Context: an optimization exercise on an open-source flow, tuned for small area and a short achievable clock period. The choices shown serve that exercise and are no tape-out recipe.
No run shown here included a check of the RTL's function; only the layout flow was run.

==> flow/design.v, too long to show whole: its modules and the start of the top module <==
// module fpfma: 246 lines
// module fpfma_mt: 1305 lines
// module fpfma_lzc: 386 lines
module fpfma (
    input  wire        clk,
    input  wire        rst_n,
    input  wire        in_valid,
    input  wire [1:0]  in_op,
    input  wire [1:0]  in_rnd,
    input  wire        in_ftz,
    input  wire        in_canon,
    input  wire [31:0] in_a,
    input  wire [31:0] in_b,
    input  wire [31:0] in_c,
    output reg         out_valid,
    output reg  [31:0] out_result,
    output reg  [4:0]  out_flags
);
  // ...
==> flow/run.sh <==
#!/bin/bash
# synth_recipe.tcl (not shown) runs the flow's synth.tcl, then flattens the netlist and writes it again
# the make line also repeats each setting of config.mk as NAME=value (left out here)
make -C /OpenROAD-flow-scripts/flow DESIGN_CONFIG=/design/flow/config.mk WORK_HOME=/design/flow/orfs CLKGATE_MAP_FILE= SYNTH_SCRIPT=/design/flow/synth_recipe.tcl finish
==> flow/config.mk <==
export PLATFORM = sky130hd
export DESIGN_NAME = fpfma
export DESIGN_NICKNAME = fpfma
export VERILOG_FILES = /design/flow/design.v
export SDC_FILE = /design/flow/constraint.sdc
export NUM_CORES = 4
export LEC_CHECK = 0
export ABC_AREA = 1
export CAP_MARGIN = 20
export CORE_MARGIN = 2
export CORE_UTILIZATION = 45
export SLEW_MARGIN = 20
==> flow/constraint.sdc <==
create_clock -name core_clock -period 28.0 [get_ports {clk}]
set_input_delay 5.6000 -clock core_clock [delete_from_list [all_inputs] [get_ports {clk}]]
set_output_delay 5.6000 -clock core_clock [all_outputs]
set_load 0.01 [all_outputs]
==> summary.txt, run 1 <==
Worst hold path
  – HP Class: flop to flop
  – Hold Path End: n_rnd[1]

Finish
  – Area delta synth->final: 9.35%
  – Reg with most FFs: m_s
  – Clock buffer cells: 65
  – Final clock-cell share: 3.81%
  – Fill count: 10.6k

Drt
  – Pre-antenna DRT Iters: 8
  – DRC: 0
  – Initial DRC Count: 5128

Status
  – Status: complete, no violations

Placement
  – Dpl cells: 8124
  – Port bufs: 142
  – Placed wire-length estimate: 150000 µm
  – Pre-CTS WS: 20240 ps

GRT
  – Busiest layer in global routing: met2
  – Number of global-route vias before repair: 43.2k
  – GRT met3 Usage: 9.09%

Worst setup path
  – Largest delay share family, worst path: buffers and inverters
  – Critical path arrival: 7890 ps
  – Worst setup endpoint: m_s[47]
  – CP Data Required Time: 28530 ps
  – Critical Path Source: r_ye0

Clock network
  – H-Tree Level Count: 2
  – Clock Tree Buf Depth: 3

Logic synthesis
  – Post-Syn Area: 0.0460 mm²
  – Mux cell area share after synthesis: 0.805%
  – Distinct cells, synth: 64
  – Avg Inst Size Synth: 6.70 µm²

Floorplanning
  – Total die area: 0.105 mm²
  – Die Ht: 324 µm
  – Tap Cells: 1368
  – Initial core utilization: 45.3%

Timing
  – Number of setup violations in the final report: 0
==> module fpfma, before the edit <==
module fpfma (
    input  wire        clk,
    input  wire        rst_n,
    input  wire        in_valid,
    input  wire [1:0]  in_op,
    input  wire [1:0]  in_rnd,
    input  wire        in_ftz,
    input  wire        in_canon,
    input  wire [31:0] in_a,
    input  wire [31:0] in_b,
    input  wire [31:0] in_c,
    output reg         out_valid,
    output reg  [31:0] out_result,
    output reg  [4:0]  out_flags
);
    localparam integer B = 2;
    localparam integer W = B + 74;
    wire        in_addsub = ~in_op[1];
    wire        in_mul    = (in_op == 2'd2);
    wire [31:0] in_y = in_addsub ? 32'h3F80_0000 : in_b;
    wire [31:0] in_z = in_addsub ? in_b : (in_mul ? {in_a[31] ^ in_b[31], 31'd0} : in_c);
    wire        a_e0 = (in_a[30:23] == 8'd0), a_e1 = &in_a[30:23];
    wire        b_e0 = (in_b[30:23] == 8'd0), b_e1 = &in_b[30:23];
    wire        c_e0 = (in_c[30:23] == 8'd0);
    wire        in_xe0 = a_e0;
    wire        in_ye0 = ~in_addsub & b_e0;
    wire        in_ye1 = ~in_addsub & b_e1;
    wire        in_ze0 = in_addsub ? b_e0 : (in_mul | c_e0);
    wire        a_f0 = (in_a[22:0] == 23'd0), b_f0 = (in_b[22:0] == 23'd0), c_f0 = (in_c[22:0] == 23'd0);
    wire        in_den = in_ftz & ((a_e0 & ~a_f0) | (b_e0 & ~b_f0) | (in_op == 2'd3 & c_e0 & ~c_f0));
    wire [22:0] in_fx = in_a[22:0] & {23{~(in_ftz & in_xe0)}};
    wire [22:0] in_fy = in_y[22:0] & {23{~(in_ftz & in_ye0)}};
    reg        r_valid;
    reg [1:0]  r_rnd;
    reg        r_ftz, r_canon, r_zneg;
    reg        r_sx, r_sy, r_xe0, r_ye0, r_xe1, r_ye1;
    reg [22:0] r_fx, r_fy;
    reg [7:0]  r_ex, r_ey;
    reg        r_ze0, r_den;
    reg [31:0] r_z;
    always @(posedge clk) begin
        r_valid <= rst_n & in_valid;
        r_rnd   <= in_rnd;
        r_ftz   <= in_ftz;
        r_canon <= in_canon;
        r_zneg  <= (in_op == 2'd1);
        r_sx    <= in_a[31];
        r_sy    <= in_y[31];
        r_xe0   <= in_xe0;
        r_ye0   <= in_ye0;
        r_xe1   <= a_e1;
        r_ye1   <= in_ye1;
        r_fx    <= in_fx;
        r_fy    <= in_fy;
        r_den   <= in_den;
        r_ex    <= in_a[30:23];
        r_ey    <= in_y[30:23];
        r_ze0   <= in_ze0;
        r_z     <= in_z;
    end
    wire sx = r_sx, sy = r_sy;
    wire sz = r_z[31] ^ r_zneg;
    wire [7:0]  ezf = r_z[30:23];
    wire [22:0] fx = r_fx, fy = r_fy, fz = r_z[22:0];
    wire x_e0 = r_xe0, y_e0 = r_ye0, z_e0 = r_ze0;
    wire x_e1 = r_xe1, y_e1 = r_ye1, z_e1 = &ezf;
    wire x_f0 = (fx == 23'd0), y_f0 = (fy == 23'd0), z_f0 = (fz == 23'd0);
    wire x_nan = x_e1 & ~x_f0, y_nan = y_e1 & ~y_f0, z_nan = z_e1 & ~z_f0;
    wire x_inf = x_e1 & x_f0,  y_inf = y_e1 & y_f0,  z_inf = z_e1 & z_f0;
    wire x_zero = x_e0 & x_f0;
    wire y_zero = y_e0 & y_f0;
    wire z_zero = z_e0 & (z_f0 | r_ftz);
    wire [23:0] mx = {~x_e0, fx};
    wire [23:0] my = {~y_e0, fy};
    wire [23:0] mz = {~z_e0, fz & {23{~(z_e0 & r_ftz)}}};
    wire [10:0] exy = {3'd0, r_ex[7:1], r_ex[0] | x_e0} + {3'd0, r_ey[7:1], r_ey[0] | y_e0};
    wire [10:0] ez  = {3'd0, ezf[7:1], ezf[0] | z_e0};
    wire den_in = r_den;
    wire sp       = sx ^ sy;
    wire eff_sub  = sp ^ sz;
    wire any_nan  = x_nan | y_nan | z_nan;
    wire any_snan = (x_nan & ~fx[22]) | (y_nan & ~fy[22]) | (z_nan & ~fz[22]);
    wire zinf     = (x_inf & y_zero) | (y_inf & x_zero);
    wire p_inf    = (x_inf | y_inf) & ~zinf;
    wire infsub   = p_inf & z_inf & eff_sub;
    wire p_zero   = x_zero | y_zero;
    reg        spec;
    reg [24:0] spec_res;
    always @(*) begin
        spec = 1'b1;
        if (any_nan) begin
            if (r_canon)    spec_res = {3'b011, 22'd0};
            else if (x_nan) spec_res = {sx, 2'b11, fx[21:0]};
            else if (y_nan) spec_res = {sy, 2'b11, fy[21:0]};
            else            spec_res = {r_z[31], 2'b11, fz[21:0]};
        end
        else if (zinf | infsub)    spec_res = {3'b011, 22'd0};
        else if (p_inf)            spec_res = {sp, 2'b10, 22'd0};
        else if (z_inf)            spec_res = {sz, 2'b10, 22'd0};
        else if (p_zero & z_zero)  spec_res = {eff_sub ? (r_rnd == 2'd3) : sp, 24'd0};
        else begin                 spec_res = 25'd0; spec = 1'b0; end
    end
    wire spec_inv = (any_nan & (any_snan | zinf)) | (~any_nan & (zinf | infsub));
    wire signed [10:0] sh_raw = $signed(exy - ez) - 11'sd100;
    wire        anchor_z = p_zero | (~z_zero & (sh_raw <= 11'sd0));
    wire        sh_big = ~sh_raw[10] & (sh_raw[9:7] != 3'd0);
    wire signed [10:0] tb = anchor_z ? $signed(ez - 11'd1) : $signed(exy - 11'd101);
    wire [W+24:0] zext = {mz, {(W+1){1'b0}}} >> sh_raw[6:0];
    wire [W-1:0]  zwin = anchor_z ? {mz, {(W-24){1'b0}}} :
                         (sh_big ? {W{1'b0}} : zext[W+24:25]);
    reg  [4:0]    ztz;
    integer q;
    always @(*) begin
        ztz = 5'd24;
        for (q = 23; q >= 0; q = q - 1)
            if (mz[q]) ztz = q;
    end
    wire          zstk = ~anchor_z & (ztz != 5'd24) & (sh_raw >= $signed({6'd0, ztz}) + (W - 23));
    wire [W+1:0] zrow0 = {1'b0, zwin, zstk};
    wire [W+1:0] zrow  = eff_sub ? ~zrow0 : zrow0;
    wire [W+1:0] s1_s, s1_c;
    fpfma_mt tree (.a(mx), .b(my), .z(zrow), .s(s1_s), .c(s1_c));
    reg         m_valid;
    reg [W+1:0] m_s, m_c;
    reg signed [10:0] m_tb;
    reg         m_sp, m_effsub, m_ftz, m_den, m_spec, m_inv;
    reg [1:0]   m_rnd;
    reg [24:0]  m_specres;
    always @(posedge clk) begin
        m_valid   <= rst_n & r_valid;
        m_s       <= s1_s;
        m_c       <= s1_c;
        m_tb      <= tb;
        m_sp      <= sp;
        m_effsub  <= eff_sub;
        m_ftz     <= r_ftz;
        m_den     <= den_in;
        m_spec    <= spec;
        m_inv     <= spec_inv;
        m_rnd     <= r_rnd;
        m_specres <= spec_res;
    end
    wire [W+1:0] cp_p = m_s ^ m_c;
    wire [W+1:0] cp_g = m_s & m_c;
    reg  [W+1:0] gg, pp;    
    integer k, lv;
    always @(*) begin
        gg = cp_g;
        pp = cp_p;
        for (lv = 1; lv < 128; lv = lv * 2)
            for (k = 0; k <= W + 1; k = k + 1)
                if ((k / lv) % 2 == 1) begin
                    gg[k] = gg[k] | (pp[k] & gg[(k / lv) * lv - 1]);
                    pp[k] = pp[k] & pp[(k / lv) * lv - 1];
                end
    end
    wire [W+1:0] c0 = {gg[W:0], 1'b0};
    wire [W+1:0] c1 = {gg[W:0] | pp[W:0], 1'b1};
    wire         neg = m_effsub & (cp_p[W+1] ^ c0[W+1]);
    wire [W:0]   csel = ~m_effsub ? c0[W:0] : (neg ? ~c0[W:0] : c1[W:0]);
    wire [W:0]   mag = cp_p[W:0] ^ csel;
    wire         rsign = m_sp ^ neg;
    wire [6:0]   lim = m_tb[10] ? 7'd0 : ((m_tb > W) ? 7'd127 : m_tb[6:0]);
    wire [W:0]   stopper = (lim > W) ? {(W+1){1'b0}} : ({{W{1'b0}}, 1'b1} << (W - lim));
    wire [6:0]   lzc, tzc;
    fpfma_lzc lz (.x(mag | stopper), .z(lzc));
    reg  [W:0]   mag_rev;
    integer r;
    always @(*) for (r = 0; r <= W; r = r + 1) mag_rev[r] = mag[W - r];
    fpfma_lzc tz (.x(mag_rev), .z(tzc));
    reg         n_valid;
    reg [W:0]   n_mag;
    reg [6:0]   n_lzc, n_tzc;
    reg signed [10:0] n_tb;
    reg         n_rsign, n_ftz, n_den, n_spec, n_inv;
    reg [1:0]   n_rnd;
    reg [24:0]  n_specres;
    always @(posedge clk) begin
        n_valid   <= rst_n & m_valid;
        n_mag     <= mag;
        n_lzc     <= lzc;
        n_tzc     <= tzc;
        n_tb      <= m_tb;
        n_rsign   <= rsign;
        n_ftz     <= m_ftz;
        n_den     <= m_den;
        n_spec    <= m_spec;
        n_inv     <= m_inv;
        n_rnd     <= m_rnd;
        n_specres <= m_specres;
    end
    wire         mag_zero = (n_tzc == W + 1);
    wire [W:0]   nrm  = n_mag << n_lzc;
    wire [23:0]  n_m  = nrm[W:W-23];
    wire         n_g  = nrm[W-24];
    wire         n_g2 = nrm[W-25];
    wire [7:0]   tzl  = {1'b0, n_tzc} + {1'b0, n_lzc};
    wire         n_st = (tzl <= W - 26);
    function rnd_inc;
        input [1:0] mode;
        input       s, lsb, g, st;
        begin
            case (mode)
                2'd0: rnd_inc = g & (st | lsb);
                2'd1: rnd_inc = 1'b0;
                2'd2: rnd_inc = ~s & (g | st);
                default: rnd_inc = s & (g | st);
            endcase
        end
    endfunction
    wire         inc    = rnd_inc(n_rnd, n_rsign, n_m[0], n_g, n_g2 | n_st);
    wire         inc24  = rnd_inc(n_rnd, n_rsign, n_g, n_g2, n_st);
    wire         inexact = n_g | n_g2 | n_st;
    wire         tiny   = ~n_m[23] & ~(n_m[22] & (&n_m[21:0]) & n_g & inc24);
    wire signed [10:0] eb = n_m[23] ? (n_tb - $signed({4'd0, n_lzc}) + 11'sd1) : 11'sd0;
    wire [33:0]  rr = {eb, n_m[22:0]} + {33'd0, inc};
    wire         ovf = ~rr[33] & (rr[32:23] >= 10'd255);
    wire         to_max = (n_rnd == 2'd1) | (n_rnd == 2'd3 & ~n_rsign) | (n_rnd == 2'd2 & n_rsign);
    reg [31:0] res;
    reg [4:0]  flg;
    always @(*) begin
        flg = {n_den, 4'b0000};
        if (n_spec) begin
            res = {n_specres[24], {8{n_specres[23]}}, n_specres[22:0]};
            flg[0] = n_inv;
        end else if (mag_zero) begin
            res = {(n_rnd == 2'd3), 31'd0};
        end else if (n_ftz & tiny) begin
            res = {n_rsign, 31'd0};
            flg[4:2] = 3'b111;
        end else if (ovf) begin
            res = to_max ? {n_rsign, 31'h7F7F_FFFF} : {n_rsign, 31'h7F80_0000};
            flg[3] = 1'b1;
            flg[1] = 1'b1;
        end else begin
            res = {n_rsign, rr[30:0]};
            flg[3] = inexact;
            flg[2] = tiny & inexact;
        end
    end
    always @(posedge clk) begin
        out_valid  <= rst_n & n_valid;
        out_result <= res;
        out_flags  <= flg;
    end
endmodule
==> run 2, diff against run 1 <==
--- a/flow/design.v
+++ b/flow/design.v
@@ -121,15 +121,18 @@
     wire [W+1:0] s1_s, s1_c;
     fpfma_mt tree (.a(mx), .b(my), .z(zrow), .s(s1_s), .c(s1_c));
     reg         m_valid;
-    reg [W+1:0] m_s, m_c;
+    reg [51:0]  m_s;
+    reg [52:0]  m_c;
+    reg [W+1:52] m_zh;
     reg signed [10:0] m_tb;
     reg         m_sp, m_effsub, m_ftz, m_den, m_spec, m_inv;
     reg [1:0]   m_rnd;
     reg [24:0]  m_specres;
     always @(posedge clk) begin
         m_valid   <= rst_n & r_valid;
-        m_s       <= s1_s;
-        m_c       <= s1_c;
+        m_s       <= s1_s[51:0];
+        m_c       <= s1_c[52:0];
+        m_zh      <= zrow[W+1:52];
         m_tb      <= tb;
         m_sp      <= sp;
         m_effsub  <= eff_sub;
@@ -140,8 +143,10 @@
         m_rnd     <= r_rnd;
         m_specres <= spec_res;
     end
-    wire [W+1:0] cp_p = m_s ^ m_c;
-    wire [W+1:0] cp_g = m_s & m_c;
+    wire [W+1:0] s2_s = {~m_zh, m_s};
+    wire [W+1:0] s2_c = {m_zh[W:52], m_c};
+    wire [W+1:0] cp_p = s2_s ^ s2_c;
+    wire [W+1:0] cp_g = s2_s & s2_c;
     reg  [W+1:0] gg, pp;    
     integer k, lv;
     always @(*) begin
@@ -161,9 +166,9 @@
     wire [W:0]   mag = cp_p[W:0] ^ csel;
     wire         rsign = m_sp ^ neg;
     wire [6:0]   lim = m_tb[10] ? 7'd0 : ((m_tb > W) ? 7'd127 : m_tb[6:0]);
-    wire [W:0]   stopper = (lim > W) ? {(W+1){1'b0}} : ({{W{1'b0}}, 1'b1} << (W - lim));
-    wire [6:0]   lzc, tzc;
-    fpfma_lzc lz (.x(mag | stopper), .z(lzc));
+    wire [6:0]   lzc_raw, tzc;
+    fpfma_lzc lz (.x(mag), .z(lzc_raw));
+    wire [6:0]   lzc = (lzc_raw > lim) ? lim : lzc_raw;
     reg  [W:0]   mag_rev;
     integer r;
     always @(*) for (r = 0; r <= W; r = r + 1) mag_rev[r] = mag[W - r];
@@ -190,7 +195,13 @@
         n_specres <= m_specres;
     end
     wire         mag_zero = (n_tzc == W + 1);
-    wire [W:0]   nrm  = n_mag << n_lzc;
+    wire [W:0]   nv6 = n_lzc[6] ? {n_mag[W-64:0], 64'd0} : n_mag;
+    wire [W:0]   nv5 = n_lzc[5] ? {nv6[W-32:0], 32'd0} : nv6;
+    wire [W:0]   nv4 = n_lzc[4] ? {nv5[W-16:0], 16'd0} : nv5;
+    wire [W:0]   nv3 = n_lzc[3] ? {nv4[W-8:0], 8'd0} : nv4;
+    wire [W:0]   nv2 = n_lzc[2] ? {nv3[W-4:0], 4'd0} : nv3;
+    wire [W:0]   nv1 = n_lzc[1] ? {nv2[W-2:0], 2'd0} : nv2;
+    wire [W:0]   nrm = n_lzc[0] ? {nv1[W-1:0], 1'd0} : nv1;
     wire [23:0]  n_m  = nrm[W:W-23];
     wire         n_g  = nrm[W-24];
     wire         n_g2 = nrm[W-25];
==> summary.txt, run 2 <==
Logic synthesis
  – Most instantiated cells after synthesis: nand2_1 (1401), inv_1 (825), nor2_1 (459)
  – Most frequent cell after synthesis: nand2_1
  – Largest area contributor in the synthesized netlist: dfxtp_1
  – Fraction of the yosys area taken by sequential cells: 21.2%
  – Async S/R FF share, synth: 0%
  – Syn. warnings: 1
  – Avg Inst Size Synth: 6.99 µm² (+4.3%)
  – Mapped Cells: 6094
  – Distinct cells, synth: 64 (unchanged)
  – Register bit total from synthesis: 451
  – Mapped Nets: 6677
  – Number of synthesized flops with an enable pin: 0
  – Post-Syn Area: 0.0426 mm² (-7.4%)
  – Share of the synthesized area in the top cell type: 21.2%
  – Ranking of synthesized cells by area: dfxtp_1 (21%), fa_1 (14%), nand2_1 (12%)
  – Main synth FF type: dfxtp_1

Timing
  – RSZ-0062 raised after global routing: no
  – Slew @ Worst Pin: 1280 ps
  – Number of setup violations in the final report: 0 (unchanged)
  – Clock Skew: 59.9 ps
  – Slew margin rel.: 13.8%
  – Post-layout min period: 7610 ps
  – Final hold violation count: 0
  – Hold_ws: 321 ps
  – Final Max Slew Viols: 0
  – Setup TNS: 0 ps
  – Upper clock frequency limit: 131 MHz
  – Period utilization: 27.2%

Finish
  – Commonest cells after routing, fill and taps aside: nand2_1 (1400), inv_1 (824), nor2_1 (459), dfxtp_1 (450), nand3_1 (441)
  – Register area: 0.00903 mm²
  – Reg with most FFs: n_mag
  – Number of flip-flops in the largest register: 77
  – Commonest non-fill, non-tap cell in the layout: nand2_1
  – Largest registers: n_mag x77, m_s x52, m_c x49
  – Final net count: 6665
  – Area delta synth->final: 9.74%
  – Layout cells sized above 1: 5.80%
  – Fill count: 9664 (-8.9%)
  – Multi-input logic area: 0.0290 mm²

Floorplanning
  – Total die area: 0.0971 mm² (-7.3%)
  – Rows: 112
  – Chip width: 312 µm
  – Die Ht: 312 µm (-3.7%)
  – Core area: 0.0936 mm²
  – Initial core utilization: 45.5% (+0.23 points)
  – I/O Pins: 143

Drt
  – Initial DRC Count: 4190 (-18%)
  – DRC: 0 (unchanged)
  – Aggregate routed wire length: 170000 µm
  – Avg WL per Cell: 23.0 µm
  – Routed vias/inst: 5.60
  – Remaining antenna violation count: 0
  – Pre-antenna DRT Iters: 6 (-2)
  – Via count: 41.3k

Clock network
  – Worst-path clk slew: 60 ps
  – H-Tree Level Count: 2 (unchanged)
  – Hold_buf cts: 0
  – # clock sinks: 451
  – Postcts setup bufs: 0
  – Clock latency on the worst-skew pair: 670 ps
  – TritonCTS Buffers: 51
  – Total of cells resized after clock tree synthesis: 0
  – CTS tree: yes
  – Root Buffer: clkbuf_16
  – Clock Tree Buf Depth: 3 (unchanged)

Worst hold path
  – HP Class: flop to flop
  – Hold Path End: n_specres[18]
  – Worst Hold Launch: m_specres[18]
  – Worst Hold Depth: 0

GRT
  – Gr ovfl total: 0
  – Number of global-route vias before repair: 39.2k (-9.3%)
  – Tot GR Track Use: 34.1%
  – Largest net degree at the start of global routing: 82
  – First-pass GRT wire length: 250000 µm
  – Initial antenna violation count: 18

Flow run
  – Max-Cap Viols: 0

Worst setup path
  – CP Data Required Time: 28550 ps (+20 ps)
  – RR Endpoint: m_s[47]
  – FF-to-FF setup slack: 20390 ps
  – Startpoint Class: flop
  – Critical Path Source: r_xe0
  – Reg2reg start: r_xe0
  – FF-to-FF path depth: 24
  – Crit Path Class: flop to flop
  – CP Capture Type: flop
  – Critical path peak fanout: 59
  – Critical path arrival: 8150 ps (+260 ps)

Placement
  – Port bufs: 142 (unchanged)
  – Placed wire-length estimate: 134000 µm (-11%)
  – Gpl congestion: 1.01

Status
  – Status: complete, no violations
run 2: final cells by class:
| class | count | share of cell area, % |
|---|---|---|
| multi-input combinational | 4459 | 62.0 |
| sequential | 451 | 19.3 |
| inverter | 896 | 7.20 |
| timing repair buffer | 223 | 4.34 |
| tap | 1254 | 3.36 |
| clock buffer | 65 | 3.04 |
| clock inverter | 25 | 0.726 |
| antenna | 6 | 0.0321 |
run 2: logic make-up after synthesis:
kind of cell | count (synthesis) | share of synthesized area (%)
AO/OA/AOI/OAI | 978 | 13.4
adder cells (fa/ha/maj) | 478 | 19.5
XOR/XNOR | 430 | 8.86
flip-flops | 451 | 21.2
buffers and inverters | 1184 | 10.9
AND/OR/NAND/NOR | 2560 | 25.9
multiplexers | 13 | 0.306
run 2: metal layers:
layer / vias to the layer above / GRT usage (%) / wire length (µm)
met5: - / 0.889 / 233
met4: 18 / 17.1 / 10000
met3: 430 / 6.25 / 14200
met2: 1984 / 53.5 / 74500
met1: 19400 / 45.0 / 71000
li1: 19500 / - / -
run 2: metrics by stage:
stage / worst slack (ps) / std cells / cell area, µm² / utilization [%]
finish: 20390 / 7379 / 46700 / 49.9
global route: 19820 / 7374 / 46700 / 49.9
CTS: 20580 / 7373 / 46700 / 49.9
detailed placement: 20190 / 7283 / 44900 / 48.0
global placement: 20200 / 7283 / 44900 / 48.0
floorplan: 21200 / 6094 / 42600 / -
run 2: how the worst max path moves through the flow:
stage	to	depth (start not counted)
detailed placement	r_fx[5]	4
global route	m_s[50]	24
global placement	r_fx[5]	4
finish	m_s[47]	24
floorplan	r_fy[10]	7
CTS	m_s[45]	24
run 2: critical path, stage by stage (launching register included):
cell and delay (ps):
dfxtp_1 300, buf_4 250, or2_2 370, ha_1 240
fa_1 510, inv_1 90, fa_1 460, xnor2_2 190
buf_4 350, clkinv_1 520, ha_1 410, or2_2 290
nand2_1 60, buf_4 350, inv_1 480, nand2_1 240
nor3_1 80, o21ai_1 140, nand2_1 320, inv_2 200
buf_4 470, nand2_1 320, nor2_1 190, xor2_1 200
fa_1 440
==> run 3, diff against run 2 <==
--- a/flow/config.mk
+++ b/flow/config.mk
@@ -6,7 +6,7 @@
 export NUM_CORES = 4
 export LEC_CHECK = 0
 export ABC_AREA = 1
-export CAP_MARGIN = 20
+export CAP_MARGIN = 40
 export CORE_MARGIN = 2
 export CORE_UTILIZATION = 45
-export SLEW_MARGIN = 20
+export SLEW_MARGIN = 60
==> summary.txt, run 3 <==
Status
  – Status: complete, no violations

Drt
  – Routed vias/inst: 5.62 (+0.24%)
  – Remaining antenna violation count: 0 (unchanged)
  – Initial DRC Count: 3869 (-7.7%)
  – Avg WL per Cell: 23.0 µm (-0.12%)
  – Via count: 41.5k (+0.32%)
  – Aggregate routed wire length: 170000 µm (about the same)
  – Pre-antenna DRT Iters: 6 (unchanged)
  – DRC: 0 (unchanged)

Floorplanning
  – Initial core utilization: 45.5% (unchanged)
  – Die Ht: 312 µm (unchanged)
  – Total die area: 0.0971 mm² (unchanged)
  – Chip width: 312 µm (unchanged)
  – Rows: 112 (unchanged)
  – I/O Pins: 143 (unchanged)
  – Core area: 0.0936 mm² (unchanged)

Finish
  – Post-route cell area: 0.0470 mm² (+0.61%)
  – Commonest non-fill, non-tap cell in the layout: nand2_1
  – Area delta synth->final: 10.4%
  – Number of flip-flops in the largest register: 77 (unchanged)
  – Util after Layout: 50.2% (+0.30 points)
  – Largest registers: n_mag x77, m_s x52, m_c x49
  – Reg with most FFs: n_mag
  – Fill count: 9681 (+0.18%)
  – Layout cells sized above 1: 6.84% (+1.0 points)
  – Commonest cells after routing, fill and taps aside: nand2_1 (1397), inv_1 (815), nor2_1 (452), dfxtp_1 (447), nand3_1 (441)
  – Final net count: 6670 (+0.075%)

Worst hold path
  – Worst Hold Launch: m_specres[14]
  – Hold Path End: n_specres[14]
  – Worst Hold Depth: 0 (unchanged)
  – HP Class: flop to flop

Logic synthesis
  – Distinct cells, synth: 64 (unchanged)
  – Most instantiated cells after synthesis: nand2_1 (1401), inv_1 (825), nor2_1 (459)
  – Ranking of synthesized cells by area: dfxtp_1 (21%), fa_1 (14%), nand2_1 (12%)
  – Register bit total from synthesis: 451 (unchanged)
  – Async S/R FF share, synth: 0% (unchanged)
  – Mapped Nets: 6677 (unchanged)
  – Number of synthesized flops with an enable pin: 0 (unchanged)
  – Most frequent cell after synthesis: nand2_1
  – Avg Inst Size Synth: 6.99 µm² (unchanged)
  – Largest area contributor in the synthesized netlist: dfxtp_1
  – Syn. warnings: 1 (unchanged)
  – Mapped Cells: 6094 (unchanged)
  – Post-Syn Area: 0.0426 mm² (unchanged)
  – Share of the synthesized area in the top cell type: 21.2% (unchanged)
  – Main synth FF type: dfxtp_1
  – Fraction of the yosys area taken by sequential cells: 21.2% (unchanged)

Worst setup path
  – Crit Path Class: flop to flop
  – RR Endpoint: m_s[23]
  – Reg2reg start: r_xe0
  – CP Capture Type: flop
  – Critical path peak fanout: 39 (-34%)
  – FF-to-FF path depth: 24 (unchanged)
  – Critical path arrival: 7890 ps (-260 ps)
  – CP Data Required Time: 28510 ps (-40 ps)
  – Startpoint Class: flop
  – Critical Path Source: r_xe0
  – FF-to-FF setup slack: 20620 ps (+230 ps)

Timing
  – Period utilization: 26.4% (-0.80 points)
  – Upper clock frequency limit: 135 MHz (+3.0%)
  – Slew margin rel.: 55.7% (+42 points)
  – Slew @ Worst Pin: 662 ps (-618 ps)
  – Setup TNS: 0 ps (unchanged)
  – Number of setup violations in the final report: 0 (unchanged)
  – Post-layout min period: 7380 ps (-225 ps)
  – Clock Skew: 28.8 ps (-31.1 ps)
  – RSZ-0062 raised after global routing: no
  – Final Max Slew Viols: 0 (unchanged)
  – Final hold violation count: 0 (unchanged)

Placement
  – Placed instance area: 0.0452 mm² (+0.65%)
  – Port bufs: 142 (unchanged)
  – Gpl congestion: 1.01 (unchanged)
  – Placed wire-length estimate: 134000 µm (+0.20%)

GRT
  – Tot GR Track Use: 34.2% (+0.10 points)
  – Number of global-route vias before repair: 39.4k (+0.50%)
  – Largest net degree at the start of global routing: 82 (unchanged)
  – Initial antenna violation count: 15 (-3)
  – First-pass GRT wire length: 251000 µm (+0.25%)
  – Gr ovfl total: 0 (unchanged)

Clock network
  – Clock Tree Buf Depth: 3 (unchanged)
  – TritonCTS Buffers: 50 (-2.0%)
  – Clock latency on the worst-skew pair: 640 ps (-30 ps)
  – # clock sinks: 451 (unchanged)
  – Hold_buf cts: 0 (unchanged)
  – Root Buffer: clkbuf_16
  – H-Tree Level Count: 2 (unchanged)
  – CTS tree: yes
  – Total of cells resized after clock tree synthesis: 0 (unchanged)
  – Worst-path clk slew: 60 ps (about the same)
  – Postcts setup bufs: 0 (unchanged)

Flow run
  – Max-Cap Viols: 0 (unchanged)
-- run 3: area by class of cell --
type	count	area (µm²)	share of cell area, %
clock inverter	30	374	0.796
tap	1254	1570	3.34
timing repair buffer	229	2080	4.42
sequential	451	9040	19.2
antenna	4	10.0	0.0213
multi-input combinational	4459	29200	62.1
inverter	896	3400	7.23
clock buffer	62	1350	2.86
-- run 3: cells by family (layout without fill, tap and decap cells) --
| kind of cell | after synthesis | in the layout | synth area share (%) |
|---|---|---|---|
| xor+xnor | 430 | 430 | 8.86 |
| mux | 13 | 13 | 0.306 |
| compound gates | 978 | 978 | 13.4 |
| other cells | 0 | 4 | 0 |
| fa+ha+maj | 478 | 478 | 19.5 |
| simple gates | 2560 | 2560 | 25.9 |
| flops | 451 | 451 | 21.2 |
| buf+inv | 1184 | 1217 | 10.9 |
-- run 3: metal layers --
layer	track usage, %	vias to the layer above	share of wire (%)
met3	7.47	429	8.9
li1	-	19600	-
met1	44.4	19500	41
met2	54.1	1942	44
met5	0	-	0.061
met4	16.4	16	5.5
-- run 3: metrics by stage --
step                setup WS (ps)  hold slack (ps)  std cells
floorplan                   21200              310       6094
CTS                         20750              326       7381
finish                      20620              326       7385
detailed placement          20550              312       7289
global placement            20200              312       7283
global route                20090              331       7382
-- run 3: critical path, cell delays in order (launching register included) --
cell      delay (ps)
dfxtp_1          300
buf_4            250
or2_2            360
ha_1             250
fa_1             520
inv_1             90
fa_1             470
xnor2_2          170
buf_4            340
clkinv_1         520
ha_1             410
or2_2            290
nand2_1           60
buf_4            360
inv_2            300
nand2_1          170
nor3_1            70
o21ai_1          140
nand2_1          320
nor2_2           170
buf_4            300
nand2_1          270
nor3_1           340
xor2_1           280
fa_1             460
-- run 3: worst max-delay path by stage --
stage                    end  slack (ps)  cells past startpoint
finish               m_s[23]       20620                     24
global route         m_s[50]       20090                     24
CTS                  m_s[23]       20750                     24
detailed placement     r_den       20550                      8
global placement     r_fx[5]       20200                      4
floorplan           r_fy[10]       21200                      7
==> run 4, diff against run 3 <==
--- a/flow/design.v
+++ b/flow/design.v
@@ -116,23 +116,21 @@
             if (mz[q]) ztz = q;
     end
     wire          zstk = ~anchor_z & (ztz != 5'd24) & (sh_raw >= $signed({6'd0, ztz}) + (W - 23));
-    wire [W+1:0] zrow0 = {1'b0, zwin, zstk};
-    wire [W+1:0] zrow  = eff_sub ? ~zrow0 : zrow0;
-    wire [W+1:0] s1_s, s1_c;
-    fpfma_mt tree (.a(mx), .b(my), .z(zrow), .s(s1_s), .c(s1_c));
+    wire [W:0]   zrow = {zwin, zstk} ^ {(W+1){eff_sub}};
+    wire [W+1:0] px, py;
+    fpfma_pp tree (.a(mx), .b(my), .x(px), .y(py));
     reg         m_valid;
-    reg [51:0]  m_s;
-    reg [52:0]  m_c;
-    reg [W+1:52] m_zh;
+    reg [W+1:0] m_px, m_py;
+    reg [W:0]   m_z;
     reg signed [10:0] m_tb;
     reg         m_sp, m_effsub, m_ftz, m_den, m_spec, m_inv;
     reg [1:0]   m_rnd;
     reg [24:0]  m_specres;
     always @(posedge clk) begin
         m_valid   <= rst_n & r_valid;
-        m_s       <= s1_s[51:0];
-        m_c       <= s1_c[52:0];
-        m_zh      <= zrow[W+1:52];
+        m_px      <= px;
+        m_py      <= py;
+        m_z       <= zrow;
         m_tb      <= tb;
         m_sp      <= sp;
         m_effsub  <= eff_sub;
@@ -143,8 +141,9 @@
         m_rnd     <= r_rnd;
         m_specres <= spec_res;
     end
-    wire [W+1:0] s2_s = {~m_zh, m_s};
-    wire [W+1:0] s2_c = {m_zh[W:52], m_c};
+    wire [W+1:0] zr2  = {m_effsub, m_z};
+    wire [W+1:0] s2_s = m_px ^ m_py ^ zr2;
+    wire [W+1:0] s2_c = {(m_px[W:0] & m_py[W:0]) | (m_px[W:0] & zr2[W:0]) | (m_py[W:0] & zr2[W:0]), 1'b0};
     wire [W+1:0] cp_p = s2_s ^ s2_c;
     wire [W+1:0] cp_g = s2_s & s2_c;
     reg  [W+1:0] gg, pp;    
@@ -255,12 +254,11 @@
         out_flags  <= flg;
     end
 endmodule
-module fpfma_mt (
+module fpfma_pp (
     input  wire [23:0] a,
     input  wire [23:0] b,
-    input  wire [77:0] z,
-    output wire [77:0] s,
-    output wire [77:0] c
+    output wire [77:0] x,
+    output wire [77:0] y
 );
     wire one0, two0, neg0;
     wire [24:0] pp0;
@@ -1247,318 +1245,162 @@
     wire fc296 = (pp12[22] & hs251) | (pp12[22] & fc250) | (hs251 & fc250);
     wire fs297 = ~neg11 ^ pp12[23] ^ hc251;
     wire fc297 = (~neg11 & pp12[23]) | (~neg11 & hc251) | (pp12[23] & hc251);
-    wire ms0 = 1'b0 ^ 1'b0 ^ z[0];
-    wire mc0 = (1'b0 & 1'b0) | (1'b0 & z[0]) | (1'b0 & z[0]);
-    wire ms1 = 1'b0 ^ 1'b0 ^ z[1];
-    wire mc1 = (1'b0 & 1'b0) | (1'b0 & z[1]) | (1'b0 & z[1]);
-    wire ms2 = 1'b0 ^ 1'b0 ^ z[2];
-    wire mc2 = (1'b0 & 1'b0) | (1'b0 & z[2]) | (1'b0 & z[2]);
-    wire ms3 = neg0 ^ pp0[0] ^ z[3];
-    wire mc3 = (neg0 & pp0[0]) | (neg0 & z[3]) | (pp0[0] & z[3]);
-    wire ms4 = pp0[1] ^ 1'b0 ^ z[4];
-    wire mc4 = (pp0[1] & 1'b0) | (pp0[1] & z[4]) | (1'b0 & z[4]);
-    wire ms5 = pp1[0] ^ hs252 ^ z[5];
-    wire mc5 = (pp1[0] & hs252) | (pp1[0] & z[5]) | (hs252 & z[5]);
-    wire ms6 = hs253 ^ hc252 ^ z[6];
-    wire mc6 = (hs253 & hc252) | (hs253 & z[6]) | (hc252 & z[6]);
-    wire ms7 = hc253 ^ fs254 ^ z[7];
-    wire mc7 = (hc253 & fs254) | (hc253 & z[7]) | (fs254 & z[7]);
-    wire ms8 = fs255 ^ fc254 ^ z[8];
-    wire mc8 = (fs255 & fc254) | (fs255 & z[8]) | (fc254 & z[8]);
-    wire ms9 = fc255 ^ fs256 ^ z[9];
-    wire mc9 = (fc255 & fs256) | (fc255 & z[9]) | (fs256 & z[9]);
-    wire ms10 = fc256 ^ fs257 ^ z[10];
-    wire mc10 = (fc256 & fs257) | (fc256 & z[10]) | (fs257 & z[10]);
-    wire ms11 = fs258 ^ fc257 ^ z[11];
-    wire mc11 = (fs258 & fc257) | (fs258 & z[11]) | (fc257 & z[11]);
-    wire ms12 = fc258 ^ fs259 ^ z[12];
-    wire mc12 = (fc258 & fs259) | (fc258 & z[12]) | (fs259 & z[12]);
-    wire ms13 = fs260 ^ fc259 ^ z[13];
-    wire mc13 = (fs260 & fc259) | (fs260 & z[13]) | (fc259 & z[13]);
-    wire ms14 = fc260 ^ fs261 ^ z[14];
-    wire mc14 = (fc260 & fs261) | (fc260 & z[14]) | (fs261 & z[14]);
-    wire ms15 = fs262 ^ fc261 ^ z[15];
-    wire mc15 = (fs262 & fc261) | (fs262 & z[15]) | (fc261 & z[15]);
-    wire ms16 = fc262 ^ fs263 ^ z[16];
-    wire mc16 = (fc262 & fs263) | (fc262 & z[16]) | (fs263 & z[16]);
-    wire ms17 = fs264 ^ fc263 ^ z[17];
-    wire mc17 = (fs264 & fc263) | (fs264 & z[17]) | (fc263 & z[17]);
-    wire ms18 = fs265 ^ fc264 ^ z[18];
-    wire mc18 = (fs265 & fc264) | (fs265 & z[18]) | (fc264 & z[18]);
-    wire ms19 = fs266 ^ fc265 ^ z[19];
-    wire mc19 = (fs266 & fc265) | (fs266 & z[19]) | (fc265 & z[19]);
-    wire ms20 = fc266 ^ fs267 ^ z[20];
-    wire mc20 = (fc266 & fs267) | (fc266 & z[20]) | (fs267 & z[20]);
-    wire ms21 = fs268 ^ fc267 ^ z[21];
-    wire mc21 = (fs268 & fc267) | (fs268 & z[21]) | (fc267 & z[21]);
-    wire ms22 = fc268 ^ fs269 ^ z[22];
-    wire mc22 = (fc268 & fs269) | (fc268 & z[22]) | (fs269 & z[22]);
-    wire ms23 = fs270 ^ fc269 ^ z[23];
-    wire mc23 = (fs270 & fc269) | (fs270 & z[23]) | (fc269 & z[23]);
-    wire ms24 = fs271 ^ fc270 ^ z[24];
-    wire mc24 = (fs271 & fc270) | (fs271 & z[24]) | (fc270 & z[24]);
-    wire ms25 = fs272 ^ fc271 ^ z[25];
-    wire mc25 = (fs272 & fc271) | (fs272 & z[25]) | (fc271 & z[25]);
-    wire ms26 = fs273 ^ fc272 ^ z[26];
-    wire mc26 = (fs273 & fc272) | (fs273 & z[26]) | (fc272 & z[26]);
-    wire ms27 = fs274 ^ fc273 ^ z[27];
-    wire mc27 = (fs274 & fc273) | (fs274 & z[27]) | (fc273 & z[27]);
-    wire ms28 = fs275 ^ fc274 ^ z[28];
-    wire mc28 = (fs275 & fc274) | (fs275 & z[28]) | (fc274 & z[28]);
-    wire ms29 = fs276 ^ fc275 ^ z[29];
-    wire mc29 = (fs276 & fc275) | (fs276 & z[29]) | (fc275 & z[29]);
-    wire ms30 = fs277 ^ fc276 ^ z[30];
-    wire mc30 = (fs277 & fc276) | (fs277 & z[30]) | (fc276 & z[30]);
-    wire ms31 = fs278 ^ fc277 ^ z[31];
-    wire mc31 = (fs278 & fc277) | (fs278 & z[31]) | (fc277 & z[31]);
-    wire ms32 = fs279 ^ fc278 ^ z[32];
-    wire mc32 = (fs279 & fc278) | (fs279 & z[32]) | (fc278 & z[32]);
-    wire ms33 = fs280 ^ fc279 ^ z[33];
-    wire mc33 = (fs280 & fc279) | (fs280 & z[33]) | (fc279 & z[33]);
-    wire ms34 = fs281 ^ fc280 ^ z[34];
-    wire mc34 = (fs281 & fc280) | (fs281 & z[34]) | (fc280 & z[34]);
-    wire ms35 = fs282 ^ fc281 ^ z[35];
-    wire mc35 = (fs282 & fc281) | (fs282 & z[35]) | (fc281 & z[35]);
-    wire ms36 = fs283 ^ fc282 ^ z[36];
-    wire mc36 = (fs283 & fc282) | (fs283 & z[36]) | (fc282 & z[36]);
-    wire ms37 = fs284 ^ fc283 ^ z[37];
-    wire mc37 = (fs284 & fc283) | (fs284 & z[37]) | (fc283 & z[37]);
-    wire ms38 = fs285 ^ fc284 ^ z[38];
-    wire mc38 = (fs285 & fc284) | (fs285 & z[38]) | (fc284 & z[38]);
-    wire ms39 = fs286 ^ fc285 ^ z[39];
-    wire mc39 = (fs286 & fc285) | (fs286 & z[39]) | (fc285 & z[39]);
-    wire ms40 = fs287 ^ fc286 ^ z[40];
-    wire mc40 = (fs287 & fc286) | (fs287 & z[40]) | (fc286 & z[40]);
-    wire ms41 = fs288 ^ fc287 ^ z[41];
-    wire mc41 = (fs288 & fc287) | (fs288 & z[41]) | (fc287 & z[41]);
-    wire ms42 = fs289 ^ fc288 ^ z[42];
-    wire mc42 = (fs289 & fc288) | (fs289 & z[42]) | (fc288 & z[42]);
-    wire ms43 = fs290 ^ fc289 ^ z[43];
-    wire mc43 = (fs290 & fc289) | (fs290 & z[43]) | (fc289 & z[43]);
-    wire ms44 = fs291 ^ fc290 ^ z[44];
-    wire mc44 = (fs291 & fc290) | (fs291 & z[44]) | (fc290 & z[44]);
-    wire ms45 = fs292 ^ fc291 ^ z[45];
-    wire mc45 = (fs292 & fc291) | (fs292 & z[45]) | (fc291 & z[45]);
-    wire ms46 = fs293 ^ fc292 ^ z[46];
-    wire mc46 = (fs293 & fc292) | (fs293 & z[46]) | (fc292 & z[46]);
-    wire ms47 = fs294 ^ fc293 ^ z[47];
-    wire mc47 = (fs294 & fc293) | (fs294 & z[47]) | (fc293 & z[47]);
-    wire ms48 = fs295 ^ fc294 ^ z[48];
-    wire mc48 = (fs295 & fc294) | (fs295 & z[48]) | (fc294 & z[48]);
-    wire ms49 = fs296 ^ fc295 ^ z[49];
-    wire mc49 = (fs296 & fc295) | (fs296 & z[49]) | (fc295 & z[49]);
-    wire ms50 = fs297 ^ fc296 ^ z[50];
-    wire mc50 = (fs297 & fc296) | (fs297 & z[50]) | (fc296 & z[50]);
-    wire ms51 = 1'b1 ^ fc297 ^ z[51];
-    wire mc51 = (1'b1 & fc297) | (1'b1 & z[51]) | (fc297 & z[51]);
-    wire ms52 = 1'b1 ^ 1'b0 ^ z[52];
-    wire mc52 = (1'b1 & 1'b0) | (1'b1 & z[52]) | (1'b0 & z[52]);
-    wire ms53 = 1'b1 ^ 1'b0 ^ z[53];
-    wire mc53 = (1'b1 & 1'b0) | (1'b1 & z[53]) | (1'b0 & z[53]);
-    wire ms54 = 1'b1 ^ 1'b0 ^ z[54];
-    wire mc54 = (1'b1 & 1'b0) | (1'b1 & z[54]) | (1'b0 & z[54]);
-    wire ms55 = 1'b1 ^ 1'b0 ^ z[55];
-    wire mc55 = (1'b1 & 1'b0) | (1'b1 & z[55]) | (1'b0 & z[55]);
-    wire ms56 = 1'b1 ^ 1'b0 ^ z[56];
-    wire mc56 = (1'b1 & 1'b0) | (1'b1 & z[56]) | (1'b0 & z[56]);
-    wire ms57 = 1'b1 ^ 1'b0 ^ z[57];
-    wire mc57 = (1'b1 & 1'b0) | (1'b1 & z[57]) | (1'b0 & z[57]);
-    wire ms58 = 1'b1 ^ 1'b0 ^ z[58];
-    wire mc58 = (1'b1 & 1'b0) | (1'b1 & z[58]) | (1'b0 & z[58]);
-    wire ms59 = 1'b1 ^ 1'b0 ^ z[59];
-    wire mc59 = (1'b1 & 1'b0) | (1'b1 & z[59]) | (1'b0 & z[59]);
-    wire ms60 = 1'b1 ^ 1'b0 ^ z[60];
-    wire mc60 = (1'b1 & 1'b0) | (1'b1 & z[60]) | (1'b0 & z[60]);
-    wire ms61 = 1'b1 ^ 1'b0 ^ z[61];
-    wire mc61 = (1'b1 & 1'b0) | (1'b1 & z[61]) | (1'b0 & z[61]);
-    wire ms62 = 1'b1 ^ 1'b0 ^ z[62];
-    wire mc62 = (1'b1 & 1'b0) | (1'b1 & z[62]) | (1'b0 & z[62]);
-    wire ms63 = 1'b1 ^ 1'b0 ^ z[63];
-    wire mc63 = (1'b1 & 1'b0) | (1'b1 & z[63]) | (1'b0 & z[63]);
-    wire ms64 = 1'b1 ^ 1'b0 ^ z[64];
-    wire mc64 = (1'b1 & 1'b0) | (1'b1 & z[64]) | (1'b0 & z[64]);
-    wire ms65 = 1'b1 ^ 1'b0 ^ z[65];
-    wire mc65 = (1'b1 & 1'b0) | (1'b1 & z[65]) | (1'b0 & z[65]);
-    wire ms66 = 1'b1 ^ 1'b0 ^ z[66];
-    wire mc66 = (1'b1 & 1'b0) | (1'b1 & z[66]) | (1'b0 & z[66]);
-    wire ms67 = 1'b1 ^ 1'b0 ^ z[67];
-    wire mc67 = (1'b1 & 1'b0) | (1'b1 & z[67]) | (1'b0 & z[67]);
-    wire ms68 = 1'b1 ^ 1'b0 ^ z[68];
-    wire mc68 = (1'b1 & 1'b0) | (1'b1 & z[68]) | (1'b0 & z[68]);
-    wire ms69 = 1'b1 ^ 1'b0 ^ z[69];
-    wire mc69 = (1'b1 & 1'b0) | (1'b1 & z[69]) | (1'b0 & z[69]);
-    wire ms70 = 1'b1 ^ 1'b0 ^ z[70];
-    wire mc70 = (1'b1 & 1'b0) | (1'b1 & z[70]) | (1'b0 & z[70]);
-    wire ms71 = 1'b1 ^ 1'b0 ^ z[71];
-    wire mc71 = (1'b1 & 1'b0) | (1'b1 & z[71]) | (1'b0 & z[71]);
-    wire ms72 = 1'b1 ^ 1'b0 ^ z[72];
-    wire mc72 = (1'b1 & 1'b0) | (1'b1 & z[72]) | (1'b0 & z[72]);
-    wire ms73 = 1'b1 ^ 1'b0 ^ z[73];
-    wire mc73 = (1'b1 & 1'b0) | (1'b1 & z[73]) | (1'b0 & z[73]);
-    wire ms74 = 1'b1 ^ 1'b0 ^ z[74];
-    wire mc74 = (1'b1 & 1'b0) | (1'b1 & z[74]) | (1'b0 & z[74]);
-    wire ms75 = 1'b1 ^ 1'b0 ^ z[75];
-    wire mc75 = (1'b1 & 1'b0) | (1'b1 & z[75]) | (1'b0 & z[75]);
-    wire ms76 = 1'b1 ^ 1'b0 ^ z[76];
-    wire mc76 = (1'b1 & 1'b0) | (1'b1 & z[76]) | (1'b0 & z[76]);
-    wire ms77 = 1'b1 ^ 1'b0 ^ z[77];
-    wire mc77 = (1'b1 & 1'b0) | (1'b1 & z[77]) | (1'b0 & z[77]);
-    assign s[0] = ms0;
-    assign c[0] = 1'b0;
-    assign s[1] = ms1;
-    assign c[1] = mc0;
-    assign s[2] = ms2;
-    assign c[2] = mc1;
-    assign s[3] = ms3;
-    assign c[3] = mc2;
-    assign s[4] = ms4;
-    assign c[4] = mc3;
-    assign s[5] = ms5;
-    assign c[5] = mc4;
-    assign s[6] = ms6;
-    assign c[6] = mc5;
-    assign s[7] = ms7;
-    assign c[7] = mc6;
-    assign s[8] = ms8;
-    assign c[8] = mc7;
-    assign s[9] = ms9;
-    assign c[9] = mc8;
-    assign s[10] = ms10;
-    assign c[10] = mc9;
-    assign s[11] = ms11;
-    assign c[11] = mc10;
-    assign s[12] = ms12;
-    assign c[12] = mc11;
-    assign s[13] = ms13;
-    assign c[13] = mc12;
-    assign s[14] = ms14;
-    assign c[14] = mc13;
-    assign s[15] = ms15;
-    assign c[15] = mc14;
-    assign s[16] = ms16;
-    assign c[16] = mc15;
-    assign s[17] = ms17;
-    assign c[17] = mc16;
-    assign s[18] = ms18;
-    assign c[18] = mc17;
-    assign s[19] = ms19;
-    assign c[19] = mc18;
-    assign s[20] = ms20;
-    assign c[20] = mc19;
-    assign s[21] = ms21;
-    assign c[21] = mc20;
-    assign s[22] = ms22;
-    assign c[22] = mc21;
-    assign s[23] = ms23;
-    assign c[23] = mc22;
-    assign s[24] = ms24;
-    assign c[24] = mc23;
-    assign s[25] = ms25;
-    assign c[25] = mc24;
-    assign s[26] = ms26;
-    assign c[26] = mc25;
-    assign s[27] = ms27;
-    assign c[27] = mc26;
-    assign s[28] = ms28;
-    assign c[28] = mc27;
-    assign s[29] = ms29;
-    assign c[29] = mc28;
-    assign s[30] = ms30;
-    assign c[30] = mc29;
-    assign s[31] = ms31;
-    assign c[31] = mc30;
-    assign s[32] = ms32;
-    assign c[32] = mc31;
-    assign s[33] = ms33;
-    assign c[33] = mc32;
-    assign s[34] = ms34;
-    assign c[34] = mc33;
-    assign s[35] = ms35;
-    assign c[35] = mc34;
-    assign s[36] = ms36;
-    assign c[36] = mc35;
-    assign s[37] = ms37;
-    assign c[37] = mc36;
-    assign s[38] = ms38;
-    assign c[38] = mc37;
-    assign s[39] = ms39;
-    assign c[39] = mc38;
-    assign s[40] = ms40;
-    assign c[40] = mc39;
-    assign s[41] = ms41;
-    assign c[41] = mc40;
-    assign s[42] = ms42;
-    assign c[42] = mc41;
-    assign s[43] = ms43;
-    assign c[43] = mc42;
-    assign s[44] = ms44;
-    assign c[44] = mc43;
-    assign s[45] = ms45;
-    assign c[45] = mc44;
-    assign s[46] = ms46;
-    assign c[46] = mc45;
-    assign s[47] = ms47;
-    assign c[47] = mc46;
-    assign s[48] = ms48;
-    assign c[48] = mc47;
-    assign s[49] = ms49;
-    assign c[49] = mc48;
-    assign s[50] = ms50;
-    assign c[50] = mc49;
-    assign s[51] = ms51;
-    assign c[51] = mc50;
-    assign s[52] = ms52;
-    assign c[52] = mc51;
-    assign s[53] = ms53;
-    assign c[53] = mc52;
-    assign s[54] = ms54;
-    assign c[54] = mc53;
-    assign s[55] = ms55;
-    assign c[55] = mc54;
-    assign s[56] = ms56;
-    assign c[56] = mc55;
-    assign s[57] = ms57;
-    assign c[57] = mc56;
-    assign s[58] = ms58;
-    assign c[58] = mc57;
-    assign s[59] = ms59;
-    assign c[59] = mc58;
-    assign s[60] = ms60;
-    assign c[60] = mc59;
-    assign s[61] = ms61;
-    assign c[61] = mc60;
-    assign s[62] = ms62;
-    assign c[62] = mc61;
-    assign s[63] = ms63;
-    assign c[63] = mc62;
-    assign s[64] = ms64;
-    assign c[64] = mc63;
-    assign s[65] = ms65;
-    assign c[65] = mc64;
-    assign s[66] = ms66;
-    assign c[66] = mc65;
-    assign s[67] = ms67;
-    assign c[67] = mc66;
-    assign s[68] = ms68;
-    assign c[68] = mc67;
-    assign s[69] = ms69;
-    assign c[69] = mc68;
-    assign s[70] = ms70;
-    assign c[70] = mc69;
-    assign s[71] = ms71;
-    assign c[71] = mc70;
-    assign s[72] = ms72;
-    assign c[72] = mc71;
-    assign s[73] = ms73;
-    assign c[73] = mc72;
-    assign s[74] = ms74;
-    assign c[74] = mc73;
-    assign s[75] = ms75;
-    assign c[75] = mc74;
-    assign s[76] = ms76;
-    assign c[76] = mc75;
-    assign s[77] = ms77;
-    assign c[77] = mc76;
+    assign x[0] = 1'b0;
+    assign y[0] = 1'b0;
+    assign x[1] = 1'b0;
+    assign y[1] = 1'b0;
+    assign x[2] = 1'b0;
+    assign y[2] = 1'b0;
+    assign x[3] = neg0;
+    assign y[3] = pp0[0];
+    assign x[4] = pp0[1];
+    assign y[4] = 1'b0;
+    assign x[5] = pp1[0];
+    assign y[5] = hs252;
+    assign x[6] = hs253;
+    assign y[6] = hc252;
+    assign x[7] = hc253;
+    assign y[7] = fs254;
+    assign x[8] = fs255;
+    assign y[8] = fc254;
+    assign x[9] = fc255;
+    assign y[9] = fs256;
+    assign x[10] = fc256;
+    assign y[10] = fs257;
+    assign x[11] = fs258;
+    assign y[11] = fc257;
+    assign x[12] = fc258;
+    assign y[12] = fs259;
+    assign x[13] = fs260;
+    assign y[13] = fc259;
+    assign x[14] = fc260;
+    assign y[14] = fs261;
+    assign x[15] = fs262;
+    assign y[15] = fc261;
+    assign x[16] = fc262;
+    assign y[16] = fs263;
+    assign x[17] = fs264;
+    assign y[17] = fc263;
+    assign x[18] = fs265;
+    assign y[18] = fc264;
+    assign x[19] = fs266;
+    assign y[19] = fc265;
+    assign x[20] = fc266;
+    assign y[20] = fs267;
+    assign x[21] = fs268;
+    assign y[21] = fc267;
+    assign x[22] = fc268;
+    assign y[22] = fs269;
+    assign x[23] = fs270;
+    assign y[23] = fc269;
+    assign x[24] = fs271;
+    assign y[24] = fc270;
+    assign x[25] = fs272;
+    assign y[25] = fc271;
+    assign x[26] = fs273;
+    assign y[26] = fc272;
+    assign x[27] = fs274;
+    assign y[27] = fc273;
+    assign x[28] = fs275;
+    assign y[28] = fc274;
+    assign x[29] = fs276;
+    assign y[29] = fc275;
+    assign x[30] = fs277;
+    assign y[30] = fc276;
+    assign x[31] = fs278;
+    assign y[31] = fc277;
+    assign x[32] = fs279;
+    assign y[32] = fc278;
+    assign x[33] = fs280;
+    assign y[33] = fc279;
+    assign x[34] = fs281;
+    assign y[34] = fc280;
+    assign x[35] = fs282;
+    assign y[35] = fc281;
+    assign x[36] = fs283;
+    assign y[36] = fc282;
+    assign x[37] = fs284;
+    assign y[37] = fc283;
+    assign x[38] = fs285;
+    assign y[38] = fc284;
+    assign x[39] = fs286;
+    assign y[39] = fc285;
+    assign x[40] = fs287;
+    assign y[40] = fc286;
+    assign x[41] = fs288;
+    assign y[41] = fc287;
+    assign x[42] = fs289;
+    assign y[42] = fc288;
+    assign x[43] = fs290;
+    assign y[43] = fc289;
+    assign x[44] = fs291;
+    assign y[44] = fc290;
+    assign x[45] = fs292;
+    assign y[45] = fc291;
+    assign x[46] = fs293;
+    assign y[46] = fc292;
+    assign x[47] = fs294;
+    assign y[47] = fc293;
+    assign x[48] = fs295;
+    assign y[48] = fc294;
+    assign x[49] = fs296;
+    assign y[49] = fc295;
+    assign x[50] = fs297;
+    assign y[50] = fc296;
+    assign x[51] = 1'b1;
+    assign y[51] = fc297;
+    assign x[52] = 1'b1;
+    assign y[52] = 1'b0;
+    assign x[53] = 1'b1;
+    assign y[53] = 1'b0;
+    assign x[54] = 1'b1;
+    assign y[54] = 1'b0;
+    assign x[55] = 1'b1;
+    assign y[55] = 1'b0;
+    assign x[56] = 1'b1;
+    assign y[56] = 1'b0;
+    assign x[57] = 1'b1;
+    assign y[57] = 1'b0;
+    assign x[58] = 1'b1;
+    assign y[58] = 1'b0;
+    assign x[59] = 1'b1;
+    assign y[59] = 1'b0;
+    assign x[60] = 1'b1;
+    assign y[60] = 1'b0;
+    assign x[61] = 1'b1;
+    assign y[61] = 1'b0;
+    assign x[62] = 1'b1;
+    assign y[62] = 1'b0;
+    assign x[63] = 1'b1;
+    assign y[63] = 1'b0;
+    assign x[64] = 1'b1;
+    assign y[64] = 1'b0;
+    assign x[65] = 1'b1;
+    assign y[65] = 1'b0;
+    assign x[66] = 1'b1;
+    assign y[66] = 1'b0;
+    assign x[67] = 1'b1;
+    assign y[67] = 1'b0;
+    assign x[68] = 1'b1;
+    assign y[68] = 1'b0;
+    assign x[69] = 1'b1;
+    assign y[69] = 1'b0;
+    assign x[70] = 1'b1;
+    assign y[70] = 1'b0;
+    assign x[71] = 1'b1;
+    assign y[71] = 1'b0;
+    assign x[72] = 1'b1;
+    assign y[72] = 1'b0;
+    assign x[73] = 1'b1;
+    assign y[73] = 1'b0;
+    assign x[74] = 1'b1;
+    assign y[74] = 1'b0;
+    assign x[75] = 1'b1;
+    assign y[75] = 1'b0;
+    assign x[76] = 1'b1;
+    assign y[76] = 1'b0;
+    assign x[77] = 1'b1;
+    assign y[77] = 1'b0;
 endmodule
 module fpfma_lzc (input wire [76:0] x, output wire [6:0] z);
     wire [127:0] xp = {x, 51'd0};
--- a/flow/config.mk
+++ b/flow/config.mk
@@ -9,4 +9,4 @@
 export CAP_MARGIN = 40
 export CORE_MARGIN = 2
 export CORE_UTILIZATION = 45
-export SLEW_MARGIN = 60
+export SLEW_MARGIN = 80
==> summary.txt, run 4 <==
Clock network
  – Root Buffer: clkbuf_16
  – CTS tree: yes
  – H-Tree Level Count: 2 (unchanged)
  – Clock latency on the worst-skew pair: 680 ps (+40 ps)
  – Clock Tree Buf Depth: 3 (unchanged)
  – Hold_buf cts: 0 (unchanged)
  – # clock sinks: 497 (+10%)
  – Worst-path clk slew: 70 ps (about the same)
  – Postcts setup bufs: 0 (unchanged)
  – TritonCTS Buffers: 55 (+10%)
  – Total of cells resized after clock tree synthesis: 0 (unchanged)

Worst setup path
  – Startpoint Class: flop
  – Critical path arrival: 1540 ps (-6350 ps)
  – FF-to-FF path depth: 39 (+63%)
  – Largest delay share family, worst path: buffers and inverters
  – Slowest CP cell: clkdlybuf4s50_1
  – Critical path peak fanout: 1 (-97%)
  – Largest stage delay on the critical path: 540 ps (+20 ps)
  – Crit Path Class: flop to output port
  – Crit path depth: 1 (-96%)
  – CP Data Required Time: 22400 ps (-6110 ps)
  – CP Capture Type: output port
  – Worst path cell trace: clkdlybuf4s50_1
  – CP Buf/Inv Count: 1 (-6)

Finish
  – Largest registers: m_z x77, n_mag x77
  – Area delta synth->final: 18.0%
  – Util after Layout: 53.5% (+3.3 points)
  – Layout cells sized above 1: 12.4% (+5.5 points)
  – Commonest cells after routing, fill and taps aside: nand2_1 (1340), inv_1 (799), nand3_1 (603), dfxtp_1 (470), nor2_1 (439)
  – Post-route cell area: 0.0518 mm² (+10%)
  – Commonest non-fill, non-tap cell in the layout: nand2_1
  – Final net count: 6919 (+3.7%)

Floorplanning
  – I/O Pins: 143 (unchanged)
  – Chip width: 316 µm (+1.5%)
  – Initial core utilization: 45.4% (-0.12 points)
  – Core area: 0.0967 mm² (+3.3%)
  – Rows: 114 (+1.8%)
  – Total die area: 0.100 mm² (+3.0%)
  – Die Ht: 316 µm (+1.5%)

GRT
  – First-pass GRT wire length: 257000 µm (+2.4%)
  – Gr ovfl total: 0 (unchanged)
  – Tot GR Track Use: 34.1% (-0.12 points)
  – Largest net degree at the start of global routing: 45 (-45%)
  – Initial antenna violation count: 13 (-2)
  – Number of global-route vias before repair: 41.1k (+4.3%)

Drt
  – Initial DRC Count: 4803 (+24%)
  – DRC: 0 (unchanged)
  – Via count: 43.2k (+4.2%)
  – Pre-antenna DRT Iters: 6 (unchanged)
  – Avg WL per Cell: 22.5 µm (-2.3%)
  – Aggregate routed wire length: 172000 µm (+1.3%)
  – Routed vias/inst: 5.64 (+0.48%)
  – Remaining antenna violation count: 0 (unchanged)

Timing
  – Number of setup violations in the final report: 0 (unchanged)
  – Setup TNS: 0 ps (unchanged)
  – Final WS setup: 20860 ps (+243 ps)
  – Period utilization: 25.5% (-0.87 points)
  – Clock Skew: 55.1 ps (+26.3 ps)
  – Final Max Slew Viols: 0 (unchanged)
  – Post-layout min period: 7140 ps (-243 ps)
  – Final hold violation count: 0 (unchanged)
  – RSZ-0062 raised after global routing: no
  – Upper clock frequency limit: 140 MHz (+3.4%)
  – Slew @ Worst Pin: 340 ps (-322 ps)
  – Slew margin rel.: 77.1% (+21 points)

Placement
  – Port bufs: 142 (unchanged)
  – Pre-CTS WS: 20270 ps (-284 ps)
  – Placed instance area: 0.0494 mm² (+9.2%)
  – Placed wire-length estimate: 137000 µm (+2.1%)
  – Gpl congestion: 1.02 (+1.4%)

Logic synthesis
  – Number of synthesized flops with an enable pin: 0 (unchanged)
  – Ranking of synthesized cells by area: dfxtp_1 (23%), fa_1 (14%), nand2_1 (12%)
  – Most instantiated cells after synthesis: nand2_1 (1371), inv_1 (833), nand3_1 (609)
  – Register bit total from synthesis: 497 (+10%)
  – Syn. warnings: 1 (unchanged)
  – Async S/R FF share, synth: 0% (unchanged)
  – Main synth FF type: dfxtp_1
  – Mapped Cells: 6261 (+2.7%)
  – Distinct cells, synth: 63 (-1.6%)
  – Largest area contributor in the synthesized netlist: dfxtp_1
  – Most frequent cell after synthesis: nand2_1
  – Avg Inst Size Synth: 7.01 µm² (+0.28%)
  – Mapped Nets: 6845 (+2.5%)
  – Fraction of the yosys area taken by sequential cells: 22.7% (+1.5 points)
  – Post-Syn Area: 0.0439 mm² (+3.0%)
  – Share of the synthesized area in the top cell type: 22.7% (+1.5 points)

Worst hold path
  – HP Class: flop to flop
  – Worst Hold Depth: 0 (unchanged)

Status
  – Status: complete, no violations

Flow run
  – Max-Cap Viols: 0 (unchanged)
-- run 4: worst paths after layout --
check / end / from / slack [ps]
worst max-delay path: out_result[23] / out_result[23] / 20860
worst min-delay path: n_den / m_den / 320
worst max register to register: n_lzc[2] / m_py[29] / 21410
worst min register to register: n_den / m_den / 320
-- run 4: metrics by stage --
| step | cells | hold slack [ps] |
|---|---|---|
| final | 7657 | 323 |
| after global routing | 7654 | 331 |
| after CTS | 7646 | 326 |
| after detailed placement | 7546 | 312 |
| after global placement | 7464 | 313 |
| after floorplan | 6261 | 310 |
-- run 4: routing by layer --
metal,track usage (%),wire length [µm]
met1,43.2,68100
met2,53.8,76200
met3,7.72,16300
met4,19.0,11500
met5,0,184
-- run 4: area by class of cell --
class | count | area, µm²
antenna | 3 | 7.51
clock buffer | 75 | 1550
clock inverter | 25 | 347
fill | 9398 | 44900
inverter | 892 | 3560
multi-input combinational | 4567 | 31400
sequential | 497 | 9990
tap | 1276 | 1600
timing repair buffer | 322 | 3340
-- run 4: logic make-up (layout without fill, tap and decap cells) --
group	count (synthesis)	count (layout)	synth area share (%)
adder cells (fa/ha/maj)	479	479	18.9
XOR/XNOR	395	395	7.90
flip-flops	497	497	22.7
other	0	3	0
AO/OA/AOI/OAI	931	931	12.4
AND/OR/NAND/NOR	2750	2750	27.2
buffers and inverters	1197	1314	10.6
multiplexers	12	12	0.274

[static timing again, ports no longer ideal]
The results above use ideal ports. As a check the final layouts listed here were re-extracted and re-timed, cells and wires unchanged.
Step 1 (the two cells are an assumption about what drives the block):
set clk [get_ports {clk}]
set_driving_cell -lib_cell sky130_fd_sc_hd__clkbuf_16 $clk
set_driving_cell -lib_cell sky130_fd_sc_hd__buf_2 [delete_from_list [all_inputs] $clk]
Step 2, shift: input delay + t, output delay - t, t = (earliest + latest rising clock arrival at the registers) / 2. This alone moves slack from input paths to output paths.
a / b / c = no drivers / after step 1 / after step 2; a / b = the first two.
run	t (ns)	setup WS [ns]	worst setup path after step 2	worst register clock-pin slew, ns	cell pins on the clock port's net
run 1	0.740	20.646 / 20.646 / 20.185	input to register	0.07 / 0.07	1
run 2	0.710	20.394 / 20.394 / 20.250	input to register	0.06 / 0.06	1
run 3	0.699	20.619 / 20.619 / 20.533	input to register	0.07 / 0.07	1
run 4	0.728	20.862 / 20.787 / 20.267	input to register	0.07 / 0.07	1
After both steps setup and hold are still met in every run listed. The setup slack of run 4, which loses most, moves by -0.075 ns with the drivers and by -0.595 ns with both steps.
